This design comes from an exercise in tuning for small area, a short achievable clock period and few clock cycles per item on the open sky130 flow, not from production work. RTL that was checked went through simulation tests only; none was proved equivalent to the original.

==> juniper <==
## sha256_stream
module sha256_stream (
    input  wire         clk,
    input  wire         rst,           
    input  wire         in_valid,
    output wire         in_ready,
    input  wire [63:0]  in_data,
    input  wire         in_last,
    input  wire [3:0]   in_nbytes,     
    output wire         out_valid,
    input  wire         out_ready,
    output wire [255:0] out_digest
);
export LEC_CHECK = 0
export CAP_MARGIN = 20
export CORE_MARGIN = 2
export CORE_UTILIZATION = 60
export CTS_BUF_LIST = sky130_fd_sc_hd__clkbuf_16
export CTS_CLUSTER_DIAMETER = 100
export CTS_CLUSTER_SIZE = 24
export SETUP_SLACK_MARGIN = 5
export SLEW_MARGIN = 20
create_clock -name core_clock -period 10.0 [get_ports {clk}]
standard.sh (not shown) runs the stock make flow with config.mk's settings and CLKGATE_MAP_FILE= SYNTH_SCRIPT=/design/flow/synth_recipe.tcl, a recipe that flattens the netlist after the stock synthesis.
==> flow/flow/run.sh <==
#!/bin/bash
# The standard layout (the standard.sh, unchanged synthesis), with two make
# variables set: timing repair aims at a setup slack of 5.5 ns, and the port
# buffers use the smallest buffer cell. Its output goes to flow_make.log.
set -o pipefail
bash standard.sh SETUP_SLACK_MARGIN=5.5 "BUFFER_PORTS_ARGS=-buffer_cell sky130_fd_sc_hd__buf_1" finish > flow_make.log 2>&1
status=$?
tail -n 40 flow_make.log
exit $status
==> zinc: changes against juniper <==
==> flow/run.sh (new file) <==
#!/bin/bash
# synth_recipe.tcl (not shown) runs the flow's synth.tcl, then flattens the netlist and writes it again
# the make line also repeats each setting of config.mk as NAME=value (left out here)
make -C /OpenROAD-flow-scripts/flow DESIGN_CONFIG=/design/flow/config.mk WORK_HOME=/design/flow/orfs CLKGATE_MAP_FILE= SYNTH_SCRIPT=/design/flow/synth_recipe.tcl finish
--- a/flow/config.mk
+++ b/flow/config.mk
@@ -8,8 +8,5 @@
 export CAP_MARGIN = 20
 export CORE_MARGIN = 2
-export CORE_UTILIZATION = 60
-export CTS_BUF_LIST = sky130_fd_sc_hd__clkbuf_16
-export CTS_CLUSTER_DIAMETER = 100
-export CTS_CLUSTER_SIZE = 24
+export CORE_UTILIZATION = 40
 export SETUP_SLACK_MARGIN = 5
 export SLEW_MARGIN = 20
removed: flow/flow/run.sh
removed: flow/standard.sh
==> willow: changes against juniper <==
==> flow/flow/run.sh (replaced) <==
#!/bin/bash
# The standard layout (the standard.sh, unchanged synthesis), with two make
# variables set: timing repair aims at a setup slack of 6 ns, and the port
# buffers use the smallest buffer cell. Its output goes to flow_make.log.
set -o pipefail
bash standard.sh SETUP_SLACK_MARGIN=6 "BUFFER_PORTS_ARGS=-buffer_cell sky130_fd_sc_hd__buf_1" finish > flow_make.log 2>&1
status=$?
tail -n 40 flow_make.log
exit $status
--- a/flow/config.mk
+++ b/flow/config.mk
@@ -9,7 +9,5 @@
 export CORE_MARGIN = 2
 export CORE_UTILIZATION = 60
-export CTS_BUF_LIST = sky130_fd_sc_hd__clkbuf_16
-export CTS_CLUSTER_DIAMETER = 100
-export CTS_CLUSTER_SIZE = 24
+export CTS_BUF_LIST = sky130_fd_sc_hd__clkbuf_4 sky130_fd_sc_hd__clkbuf_8
 export SETUP_SLACK_MARGIN = 5
 export SLEW_MARGIN = 20
==> summary.txt <==
                                                                 juniper         willow           zinc
Run status                                      timing/DRC/antenna clean  timing/DRC/antenna clean  timing/DRC/antenna clean
Arrival @ worst endpoint                                         5.08 ns        5.21 ns        5.58 ns
Non-filler instance count after layout                             6,208          6,562          6,869
Destination of the worst register-to-register timing path  a[29]$_DFF_P_  a[26]$_DFF_P_  e[31]$_DFF_P_
Placed cell count                                                  6,044          6,034          6,622
Delay of the slowest critical-path stage                         0.49 ns        0.53 ns        0.56 ns
Num CTS Buffers                                                       57            184            132
Clock Buffer Count                                                    58            270            183
Detailed-router iteration count before antenna repair                  9              6              8
Clock H-tree levels                                                    2              4              4
Net count, final                                                   5,625          5,852          5,616
Setup Skew                                                    0.02695 ns     0.04515 ns     0.05724 ns
Area used by sequential logic in the layout                  26,490 um^2    26,600 um^2    26,360 um^2
Iter 0 DRT Violations                                              3,365          3,945          3,465
Sum of net half-perimeters after detailed placement           126,500 um     126,900 um     131,900 um
Testbench counts of juniper, summed over its fixed seeds: cycles 154,972, bytes 137,133.
Testbench counts of zinc, summed over its fixed seeds: cycles 154,972, bytes 137,133.
Testbench counts of willow, summed over its fixed seeds: cycles 154,972, bytes 137,133.


==> 05-04: inputs <==
==> flow/design.v <==
module sha256_stream (
    input  wire         clk,
    input  wire         rst,           
    input  wire         in_valid,
    output wire         in_ready,
    input  wire [63:0]  in_data,
    input  wire         in_last,
    input  wire [3:0]   in_nbytes,     
    output wire         out_valid,
    input  wire         out_ready,
    output wire [255:0] out_digest
);
    integer i;
    reg [31:0] w [0:15];               
    reg [31:0] a, b, c, d, e, f, g, hk;
    reg [31:0] h [0:7];                
    reg [3:0]  q;                      
    reg        running;                
    reg [5:0]  t;                      
    reg        upd_pending;            
    reg        umode;                  
    reg        blk_first, blk_last;    
    reg [3:0]  m;                      
    reg        pend_first, pend_last;  
    reg        ended;                  
    reg        marker;                 
    reg        fresh;                  
    reg [60:0] nbytes;                 
    reg        ov;                     
    reg [31:0] kn;
    always @(*) begin
        case (t)
            6'd63: kn = 32'h428a2f98; 6'd0:  kn = 32'h71374491;
            6'd1:  kn = 32'hb5c0fbcf; 6'd2:  kn = 32'he9b5dba5;
            6'd3:  kn = 32'h3956c25b; 6'd4:  kn = 32'h59f111f1;
            6'd5:  kn = 32'h923f82a4; 6'd6:  kn = 32'hab1c5ed5;
            6'd7:  kn = 32'hd807aa98; 6'd8:  kn = 32'h12835b01;
            6'd9:  kn = 32'h243185be; 6'd10: kn = 32'h550c7dc3;
            6'd11: kn = 32'h72be5d74; 6'd12: kn = 32'h80deb1fe;
            6'd13: kn = 32'h9bdc06a7; 6'd14: kn = 32'hc19bf174;
            6'd15: kn = 32'he49b69c1; 6'd16: kn = 32'hefbe4786;
            6'd17: kn = 32'h0fc19dc6; 6'd18: kn = 32'h240ca1cc;
            6'd19: kn = 32'h2de92c6f; 6'd20: kn = 32'h4a7484aa;
            6'd21: kn = 32'h5cb0a9dc; 6'd22: kn = 32'h76f988da;
            6'd23: kn = 32'h983e5152; 6'd24: kn = 32'ha831c66d;
            6'd25: kn = 32'hb00327c8; 6'd26: kn = 32'hbf597fc7;
            6'd27: kn = 32'hc6e00bf3; 6'd28: kn = 32'hd5a79147;
            6'd29: kn = 32'h06ca6351; 6'd30: kn = 32'h14292967;
            6'd31: kn = 32'h27b70a85; 6'd32: kn = 32'h2e1b2138;
            6'd33: kn = 32'h4d2c6dfc; 6'd34: kn = 32'h53380d13;
            6'd35: kn = 32'h650a7354; 6'd36: kn = 32'h766a0abb;
            6'd37: kn = 32'h81c2c92e; 6'd38: kn = 32'h92722c85;
            6'd39: kn = 32'ha2bfe8a1; 6'd40: kn = 32'ha81a664b;
            6'd41: kn = 32'hc24b8b70; 6'd42: kn = 32'hc76c51a3;
            6'd43: kn = 32'hd192e819; 6'd44: kn = 32'hd6990624;
            6'd45: kn = 32'hf40e3585; 6'd46: kn = 32'h106aa070;
            6'd47: kn = 32'h19a4c116; 6'd48: kn = 32'h1e376c08;
            6'd49: kn = 32'h2748774c; 6'd50: kn = 32'h34b0bcb5;
            6'd51: kn = 32'h391c0cb3; 6'd52: kn = 32'h4ed8aa4a;
            6'd53: kn = 32'h5b9cca4f; 6'd54: kn = 32'h682e6ff3;
            6'd55: kn = 32'h748f82ee; 6'd56: kn = 32'h78a5636f;
            6'd57: kn = 32'h84c87814; 6'd58: kn = 32'h8cc70208;
            6'd59: kn = 32'h90befffa; 6'd60: kn = 32'ha4506ceb;
            6'd61: kn = 32'hbef9a3f7; default: kn = 32'hc67178f2;
        endcase
    end
    wire [1:0] k = q[1:0];
    reg [31:0] iva, ive;
    always @(*) begin
        case (k)
            2'd0:    begin iva = 32'ha54ff53a; ive = 32'h5be0cd19; end
            2'd1:    begin iva = 32'h3c6ef372; ive = 32'h1f83d9ab; end
            2'd2:    begin iva = 32'hbb67ae85; ive = 32'h9b05688c; end
            default: begin iva = 32'h6a09e667; ive = 32'h510e527f; end
        endcase
    end
    wire [31:0] s1  = {e[5:0], e[31:6]} ^ {e[10:0], e[31:11]} ^ {e[24:0], e[31:25]};
    wire [31:0] ch  = (e & f) ^ (~e & g);
    wire [31:0] s0  = {a[1:0], a[31:2]} ^ {a[12:0], a[31:13]} ^ {a[21:0], a[31:22]};
    wire [31:0] maj = (a & b) | (c & (a | b));
    wire [31:0] x1 = hk ^ s1 ^ ch;
    wire [31:0] c1 = (hk & s1) | (ch & (hk | s1));
    wire [31:0] y1 = {c1[30:0], 1'b0};
    wire [31:0] x2 = x1 ^ y1 ^ d;
    wire [31:0] c2 = (x1 & y1) | (d & (x1 | y1));
    wire [31:0] e_rnd = x2 + {c2[30:0], 1'b0};
    wire [31:0] x3 = x1 ^ y1 ^ s0;
    wire [31:0] c3 = (x1 & y1) | (s0 & (x1 | y1));
    wire [31:0] y3 = {c3[30:0], 1'b0};
    wire [31:0] x4 = x3 ^ y3 ^ maj;
    wire [31:0] c4 = (x3 & y3) | (maj & (x3 | y3));
    wire [31:0] a_rnd = x4 + {c4[30:0], 1'b0};
    wire [31:0] ss0 = {w[1][6:0], w[1][31:7]} ^ {w[1][17:0], w[1][31:18]} ^ (w[1] >> 3);
    wire [31:0] ss1 = {w[14][16:0], w[14][31:17]} ^ {w[14][18:0], w[14][31:19]} ^ (w[14] >> 10);
    wire [31:0] wx1 = ss1 ^ w[9] ^ ss0;
    wire [31:0] wc1 = (ss1 & w[9]) | (ss0 & (ss1 | w[9]));
    wire [31:0] wy1 = {wc1[30:0], 1'b0};
    wire [31:0] wx2 = wx1 ^ wy1 ^ w[0];
    wire [31:0] wc2 = (wx1 & wy1) | (w[0] & (wx1 | wy1));
    wire [31:0] w_new;
    sha256_stream_bk #(.W(32), .LG(5)) u_add_w (.x(wx2), .y({wc2[30:0], 1'b0}), .s(w_new));
    wire win0    = (k == 2'd0);
    wire upd_now = win0 ? (upd_pending && !ov && !running) : umode;
    wire ldiv    = pend_first && (upd_now || !upd_pending);
    wire start   = (q == 4'd15) && !running && (m == 4'd8) && (upd_now || !upd_pending);
    wire kw_en   = (running && t != 6'd63) || start;
    wire [31:0] kk = kw_en ? kn : 32'd0;
    wire [31:0] ww = kw_en ? w[1] : 32'd0;
    wire [31:0] hx = g ^ kk ^ ww;
    wire [31:0] hc = (g & kk) | (ww & (g | kk));
    wire [31:0] hop_a = upd_now ? (blk_first ? iva : h[3]) : 32'd0;
    wire [31:0] hop_e = upd_now ? (blk_first ? ive : h[7]) : 32'd0;
    wire [31:0] sum_a, sum_e, hk_sum;
    sha256_stream_bk #(.W(32), .LG(5)) u_add_sa (.x(hop_a), .y(d), .s(sum_a));
    sha256_stream_bk #(.W(32), .LG(5)) u_add_se (.x(hop_e), .y(hk), .s(sum_e));
    sha256_stream_bk #(.W(32), .LG(5)) u_add_hk (.x(hx), .y({hc[30:0], 1'b0}), .s(hk_sum));
    reg [63:0] last_beat;
    always @(*) begin
        for (i = 0; i < 8; i = i + 1) begin
            if (i < in_nbytes)
                last_beat[8*i +: 8] = in_data[8*i +: 8];
            else if (i == in_nbytes)
                last_beat[8*i +: 8] = 8'h80;
            else
                last_beat[8*i +: 8] = 8'h00;
        end
    end
    wire [63:0] data_beat = in_last ? last_beat : in_data;
    wire [63:0] bitlen  = {nbytes, 3'b000};
    wire        len_beat = marker && (m == 4'd7);
    wire [31:0] pad_lo = len_beat ? bitlen[63:32] : marker ? 32'd0 : 32'h80000000;
    wire [31:0] pad_hi = len_beat ? bitlen[31:0]  : 32'd0;
    wire [31:0] dat_lo = {data_beat[7:0],   data_beat[15:8],  data_beat[23:16], data_beat[31:24]};
    wire [31:0] dat_hi = {data_beat[39:32], data_beat[47:40], data_beat[55:48], data_beat[63:56]};
    wire slot_ok = (q == {m[2:0], 1'b0}) && !m[3] && (!running || t >= 6'd48);
    assign in_ready = slot_ok && !ended;
    wire take  = in_ready && in_valid;
    wire wr    = take || (slot_ok && ended);
    wire [31:0] beat_lo = ended ? pad_lo : dat_lo;
    wire [31:0] beat_hi = ended ? pad_hi : dat_hi;
    wire freeze = (q == 4'd0) && !running && !upd_pending && (m == 4'd0) && pend_first && !wr;
    wire [60:0] nb_cur = fresh ? 61'd0 : nbytes;
    wire [3:0]  nb_inc = !take ? 4'd0 : in_last ? in_nbytes : 4'd8;
    wire [3:0]  nb_lo  = {1'b0, nb_cur[2:0]} + nb_inc;
    wire [63:0] nb_hi;
    sha256_stream_bk #(.W(64), .LG(6)) u_add_nb (.x({6'd0, nb_cur[60:3]}), .y({63'd0, nb_lo[3]}), .s(nb_hi));
    wire [60:0] nb_next = {nb_hi[57:0], nb_lo[2:0]};
    assign out_valid = ov;
    genvar gj;
    generate
        for (gj = 0; gj < 8; gj = gj + 1) begin : g_out
            assign out_digest[32*gj +: 32] = {h[gj][7:0], h[gj][15:8], h[gj][23:16], h[gj][31:24]};
        end
    endgenerate
    always @(posedge clk) begin
        for (i = 1; i < 15; i = i + 1)
            w[i] <= w[i + 1];
        w[0]  <= wr ? beat_hi : w[1];
        w[15] <= wr ? beat_lo : (running && t < 6'd48) ? w_new : w[0];
        a  <= running ? a_rnd : (ldiv ? iva : sum_a);
        b  <= a;
        c  <= b;
        d  <= c;
        e  <= running ? e_rnd : (ldiv ? ive : sum_e);
        f  <= e;
        g  <= f;
        hk <= hk_sum;
        if (upd_now && !running) begin
            h[0] <= sum_a; h[1] <= h[0]; h[2] <= h[1]; h[3] <= h[2];
            h[4] <= sum_e; h[5] <= h[4]; h[6] <= h[5]; h[7] <= h[6];
        end
        nbytes <= nb_next[60:0];
    end
    always @(posedge clk) begin
        if (rst) begin
            q           <= 4'd0;
            running     <= 1'b0;
            t           <= 6'd63;
            upd_pending <= 1'b0;
            umode       <= 1'b0;
            m           <= 4'd0;
            pend_first  <= 1'b1;
            pend_last   <= 1'b0;
            ended       <= 1'b0;
            marker      <= 1'b0;
            fresh       <= 1'b1;
            ov          <= 1'b0;
        end else begin
            umode <= upd_now;
            if (start)
                q <= 4'd12;
            else if (!freeze)
                q <= q + 4'd1;
            if (running) begin
                if (t != 6'd63)
                    t <= t + 6'd1;
                else begin
                    running     <= 1'b0;
                    upd_pending <= 1'b1;
                end
            end else if (start) begin
                running <= 1'b1;
                t       <= 6'd0;
            end
            if (upd_now && !running && k == 2'd3) begin
                upd_pending <= 1'b0;
                if (blk_last)
                    ov <= 1'b1;
            end else if (ov && out_ready) begin
                ov <= 1'b0;
            end
            if (wr) begin
                m <= m + 4'd1;
                if (take) begin
                    fresh <= 1'b0;
                    if (in_last) begin
                        ended  <= 1'b1;
                        marker <= (in_nbytes != 4'd8);
                    end
                end else if (len_beat) begin
                    pend_last <= 1'b1;
                    ended     <= 1'b0;
                    marker    <= 1'b0;
                    fresh     <= 1'b1;
                end else begin
                    marker <= 1'b1;
                end
            end
            if (start) begin
                blk_first  <= pend_first;
                blk_last   <= pend_last;
                pend_first <= pend_last;
                pend_last  <= 1'b0;
                m          <= 4'd0;
            end
        end
    end
endmodule
module sha256_stream_bk #(parameter W = 32, parameter LG = 5) (
    input  wire [W-1:0] x,
    input  wire [W-1:0] y,
    output wire [W-1:0] s
);
    localparam NL = 2 * LG - 1;
    function [W-1:0] opmask;
        input integer l;
        integer i, sp;
        begin
            sp = (l < LG) ? (1 << l) : (1 << (NL - 1 - l));
            for (i = 0; i < W; i = i + 1)
                opmask[i] = (l < LG) ? (((i + 1) % (2 * sp)) == 0)
                                     : ((((i + 1) % (2 * sp)) == sp) && i >= 2 * sp);
        end
    endfunction
    genvar l;
    generate
        for (l = 0; l < NL; l = l + 1) begin : lvl
            localparam integer SP = (l < LG) ? (1 << l) : (1 << (NL - 1 - l));
            localparam [W-1:0] M = opmask(l);
            wire [W-1:0] gi, pi_, go, po;
            if (l == 0) begin : first
                assign gi  = x & y;
                assign pi_ = x ^ y;
            end else begin : next
                assign gi  = lvl[l-1].go;
                assign pi_ = lvl[l-1].po;
            end
            assign go = gi | (M & pi_ & (gi << SP));
            assign po = pi_ & (~M | (pi_ << SP));
        end
    endgenerate
    assign s = (x ^ y) ^ {lvl[NL-1].go[W-2:0], 1'b0};
endmodule
==> flow/run.sh <==
#!/bin/bash
# synth_recipe.tcl (not shown) runs the flow's synth.tcl, then flattens the netlist and writes it again
# the make line also repeats each setting of config.mk as NAME=value (left out here)
make -C /OpenROAD-flow-scripts/flow DESIGN_CONFIG=/design/flow/config.mk WORK_HOME=/design/flow/orfs CLKGATE_MAP_FILE= SYNTH_SCRIPT=/design/flow/synth_recipe.tcl finish
==> flow/config.mk <==
export PLATFORM = sky130hd
export DESIGN_NAME = sha256_stream
export DESIGN_NICKNAME = sha256_stream
export VERILOG_FILES = /design/flow/design.v
export SDC_FILE = /design/flow/constraint.sdc
export NUM_CORES = 4
export LEC_CHECK = 0
export CAP_MARGIN = 20
export CORE_MARGIN = 2
export CORE_UTILIZATION = 40
export SLEW_MARGIN = 20
==> flow/constraint.sdc <==
create_clock -name core_clock -period 10.0 [get_ports {clk}]
set_input_delay 2.0000 -clock core_clock [delete_from_list [all_inputs] [get_ports {clk}]]
set_output_delay 2.0000 -clock core_clock [all_outputs]
set_load 0.01 [all_outputs]
==> inputs of 08-20, as changes to 05-04 <==
--- a/flow/design.v
+++ b/flow/design.v
@@ -80,23 +80,8 @@
     wire [31:0] maj = (a & b) | (c & (a | b));
-    wire [31:0] x1 = hk ^ s1 ^ ch;
-    wire [31:0] c1 = (hk & s1) | (ch & (hk | s1));
-    wire [31:0] y1 = {c1[30:0], 1'b0};
-    wire [31:0] x2 = x1 ^ y1 ^ d;
-    wire [31:0] c2 = (x1 & y1) | (d & (x1 | y1));
-    wire [31:0] e_rnd = x2 + {c2[30:0], 1'b0};
-    wire [31:0] x3 = x1 ^ y1 ^ s0;
-    wire [31:0] c3 = (x1 & y1) | (s0 & (x1 | y1));
-    wire [31:0] y3 = {c3[30:0], 1'b0};
-    wire [31:0] x4 = x3 ^ y3 ^ maj;
-    wire [31:0] c4 = (x3 & y3) | (maj & (x3 | y3));
-    wire [31:0] a_rnd = x4 + {c4[30:0], 1'b0};
+    wire [31:0] t1  = hk + s1 + ch;
+    wire [31:0] a_rnd = t1 + s0 + maj;
+    wire [31:0] e_rnd = d + t1;
     wire [31:0] ss0 = {w[1][6:0], w[1][31:7]} ^ {w[1][17:0], w[1][31:18]} ^ (w[1] >> 3);
     wire [31:0] ss1 = {w[14][16:0], w[14][31:17]} ^ {w[14][18:0], w[14][31:19]} ^ (w[14] >> 10);
-    wire [31:0] wx1 = ss1 ^ w[9] ^ ss0;
-    wire [31:0] wc1 = (ss1 & w[9]) | (ss0 & (ss1 | w[9]));
-    wire [31:0] wy1 = {wc1[30:0], 1'b0};
-    wire [31:0] wx2 = wx1 ^ wy1 ^ w[0];
-    wire [31:0] wc2 = (wx1 & wy1) | (w[0] & (wx1 | wy1));
-    wire [31:0] w_new;
-    sha256_stream_bk #(.W(32), .LG(5)) u_add_w (.x(wx2), .y({wc2[30:0], 1'b0}), .s(w_new));
+    wire [31:0] w_new = ss1 + w[9] + ss0 + w[0];
     wire win0    = (k == 2'd0);
@@ -106,12 +91,6 @@
     wire kw_en   = (running && t != 6'd63) || start;
-    wire [31:0] kk = kw_en ? kn : 32'd0;
-    wire [31:0] ww = kw_en ? w[1] : 32'd0;
-    wire [31:0] hx = g ^ kk ^ ww;
-    wire [31:0] hc = (g & kk) | (ww & (g | kk));
     wire [31:0] hop_a = upd_now ? (blk_first ? iva : h[3]) : 32'd0;
     wire [31:0] hop_e = upd_now ? (blk_first ? ive : h[7]) : 32'd0;
-    wire [31:0] sum_a, sum_e, hk_sum;
-    sha256_stream_bk #(.W(32), .LG(5)) u_add_sa (.x(hop_a), .y(d), .s(sum_a));
-    sha256_stream_bk #(.W(32), .LG(5)) u_add_se (.x(hop_e), .y(hk), .s(sum_e));
-    sha256_stream_bk #(.W(32), .LG(5)) u_add_hk (.x(hx), .y({hc[30:0], 1'b0}), .s(hk_sum));
+    wire [31:0] sum_a = hop_a + d;
+    wire [31:0] sum_e = hop_e + hk;
     reg [63:0] last_beat;
@@ -141,8 +120,2 @@
     wire freeze = (q == 4'd0) && !running && !upd_pending && (m == 4'd0) && pend_first && !wr;
-    wire [60:0] nb_cur = fresh ? 61'd0 : nbytes;
-    wire [3:0]  nb_inc = !take ? 4'd0 : in_last ? in_nbytes : 4'd8;
-    wire [3:0]  nb_lo  = {1'b0, nb_cur[2:0]} + nb_inc;
-    wire [63:0] nb_hi;
-    sha256_stream_bk #(.W(64), .LG(6)) u_add_nb (.x({6'd0, nb_cur[60:3]}), .y({63'd0, nb_lo[3]}), .s(nb_hi));
-    wire [60:0] nb_next = {nb_hi[57:0], nb_lo[2:0]};
     assign out_valid = ov;
@@ -166,3 +139,3 @@
         g  <= f;
-        hk <= hk_sum;
+        hk <= g + (kw_en ? kn : 32'd0) + (kw_en ? w[1] : 32'd0);
         if (upd_now && !running) begin
@@ -171,3 +144,4 @@
         end
-        nbytes <= nb_next[60:0];
+        if (take)
+            nbytes <= (fresh ? 61'd0 : nbytes) + (in_last ? {57'd0, in_nbytes} : 61'd8);
     end
@@ -238,36 +212 @@
 endmodule
-module sha256_stream_bk #(parameter W = 32, parameter LG = 5) (
-    input  wire [W-1:0] x,
-    input  wire [W-1:0] y,
-    output wire [W-1:0] s
-);
-    localparam NL = 2 * LG - 1;
-    function [W-1:0] opmask;
-        input integer l;
-        integer i, sp;
-        begin
-            sp = (l < LG) ? (1 << l) : (1 << (NL - 1 - l));
-            for (i = 0; i < W; i = i + 1)
-                opmask[i] = (l < LG) ? (((i + 1) % (2 * sp)) == 0)
-                                     : ((((i + 1) % (2 * sp)) == sp) && i >= 2 * sp);
-        end
-    endfunction
-    genvar l;
-    generate
-        for (l = 0; l < NL; l = l + 1) begin : lvl
-            localparam integer SP = (l < LG) ? (1 << l) : (1 << (NL - 1 - l));
-            localparam [W-1:0] M = opmask(l);
-            wire [W-1:0] gi, pi_, go, po;
-            if (l == 0) begin : first
-                assign gi  = x & y;
-                assign pi_ = x ^ y;
-            end else begin : next
-                assign gi  = lvl[l-1].go;
-                assign pi_ = lvl[l-1].po;
-            end
-            assign go = gi | (M & pi_ & (gi << SP));
-            assign po = pi_ & (~M | (pi_ << SP));
-        end
-    endgenerate
-    assign s = (x ^ y) ^ {lvl[NL-1].go[W-2:0], 1'b0};
-endmodule
==> inputs of 05-01, as changes to 05-04 <==
--- a/flow/config.mk
+++ b/flow/config.mk
@@ -10,2 +10,3 @@
 export CORE_UTILIZATION = 40
+export SETUP_SLACK_MARGIN = 5
 export SLEW_MARGIN = 20
==> comparison table <==
| metric | 08-20 | 05-01 | 05-04 |
|---|---|---|---|
| Fillcell total | 11898 | 11204 | 11487 |
| Summed instance area of the synthesized netlist | 0.0519 sq mm | 0.0503 sq mm | 0.0503 sq mm |
| Mux cell area share after synthesis | 0.819% | 0.908% | 0.908% |
| Number of nets in the synthesized netlist | 5226 | 4992 | 4992 |
| Post-Place Worst Slack | 2.94 ns | 3.33 ns | 2.76 ns |
| Beginning of the worst hold path | w[2][30] | w[6][1] | w[5][6] |
| Number of global-route vias before repair | 36161 | 34694 | 34064 |
| First-pass GRT wire length | 240000 microns | 234000 microns | 227000 microns |
| Instance count on the critical path | 27 | 23 | 25 |
| Sequential area share after synthesis | 50.2% | 50.6% | 50.6% |
| Status | timing/DRC/antenna clean | timing/DRC/antenna clean | timing/DRC/antenna clean |
| Layout Utilization | 47.4% | 49.6% | 47.6% |
| Met2 usage in global routing | 38.0% | 41.6% | 40.2% |
| Compound-gate portion of the synthesized area | 14.9% | 11.3% | 11.3% |
| Clock-pin slew on the worst setup and hold paths | 0.06 ns | 0.07 ns | 0.06 ns |
| Adder-cell share of the synthesized area | 12.6% | 17.5% | 17.5% |
| Simple-Gate Fraction of Synth Area | 10.0% | 8.93% | 8.93% |
| Area of all sequential standard cells | 0.0261 sq mm | 0.0256 sq mm | 0.0254 sq mm |
| Endpoint, Worst Hold | w[1][30] | w[5][1] | w[4][6] |
| Fin crit period | 7.27 ns | 5.39 ns | 6.75 ns |
| Met3 track utilization from global routing | 3.64% | 3.66% | 3.23% |
Testbench counts of 08-20, summed over its fixed seeds: cycles 154,972, bytes 137,133.
For 05-04 and 05-01, only the layout was checked, not whether the RTL still works.

==> re-timing with driven ports <==
Ports are ideal in the flow. The routed layouts listed here were re-timed in OpenROAD.
Step 1 assumes that a clkbuf_16 drives the clock port and a buf_2 every other input.
Step 2, shift: input delay + t, output delay - t, t = (earliest + latest rising clock arrival at the registers) / 2. This alone moves slack from input paths to output paths.
a / b / c = ideal / step 1 / step 2; a / b = the first two.
run | shift t [ns] | setup WS [ns] | worst hold slack (ns) | clock arrival spread, ns | slew at the worst register clock pin (ns)
juniper | 0.744 | 5.473 / 5.473 / 4.847 | 0.309 / 0.309 / 0.309 | 0.031 / 0.031 | 0.11 / 0.11
zinc | 0.843 | 5.077 / 5.077 / 4.562 | 0.298 / 0.298 / 0.298 | 0.057 / 0.057 | 0.07 / 0.07
willow | 0.929 | 5.499 / 5.499 / 5.202 | 0.308 / 0.308 / 0.308 | 0.046 / 0.046 | 0.08 / 0.08
05-04 | 0.807 | 3.255 / 3.255 / 2.761 | 0.281 / 0.281 / 0.281 | 0.070 / 0.070 | 0.07 / 0.07
08-20 | 0.828 | 2.729 / 2.729 / 2.729 | 0.295 / 0.295 / 0.295 | 0.075 / 0.075 | 0.07 / 0.07
05-01 | 0.816 | 4.606 / 4.606 / 4.183 | 0.296 / 0.296 / 0.296 | 0.062 / 0.062 | 0.07 / 0.07
After both steps every run listed still meets setup and hold. For juniper, which loses most, drivers alone change the setup slack by 0.000 ns; drivers and shift together by -0.626 ns.
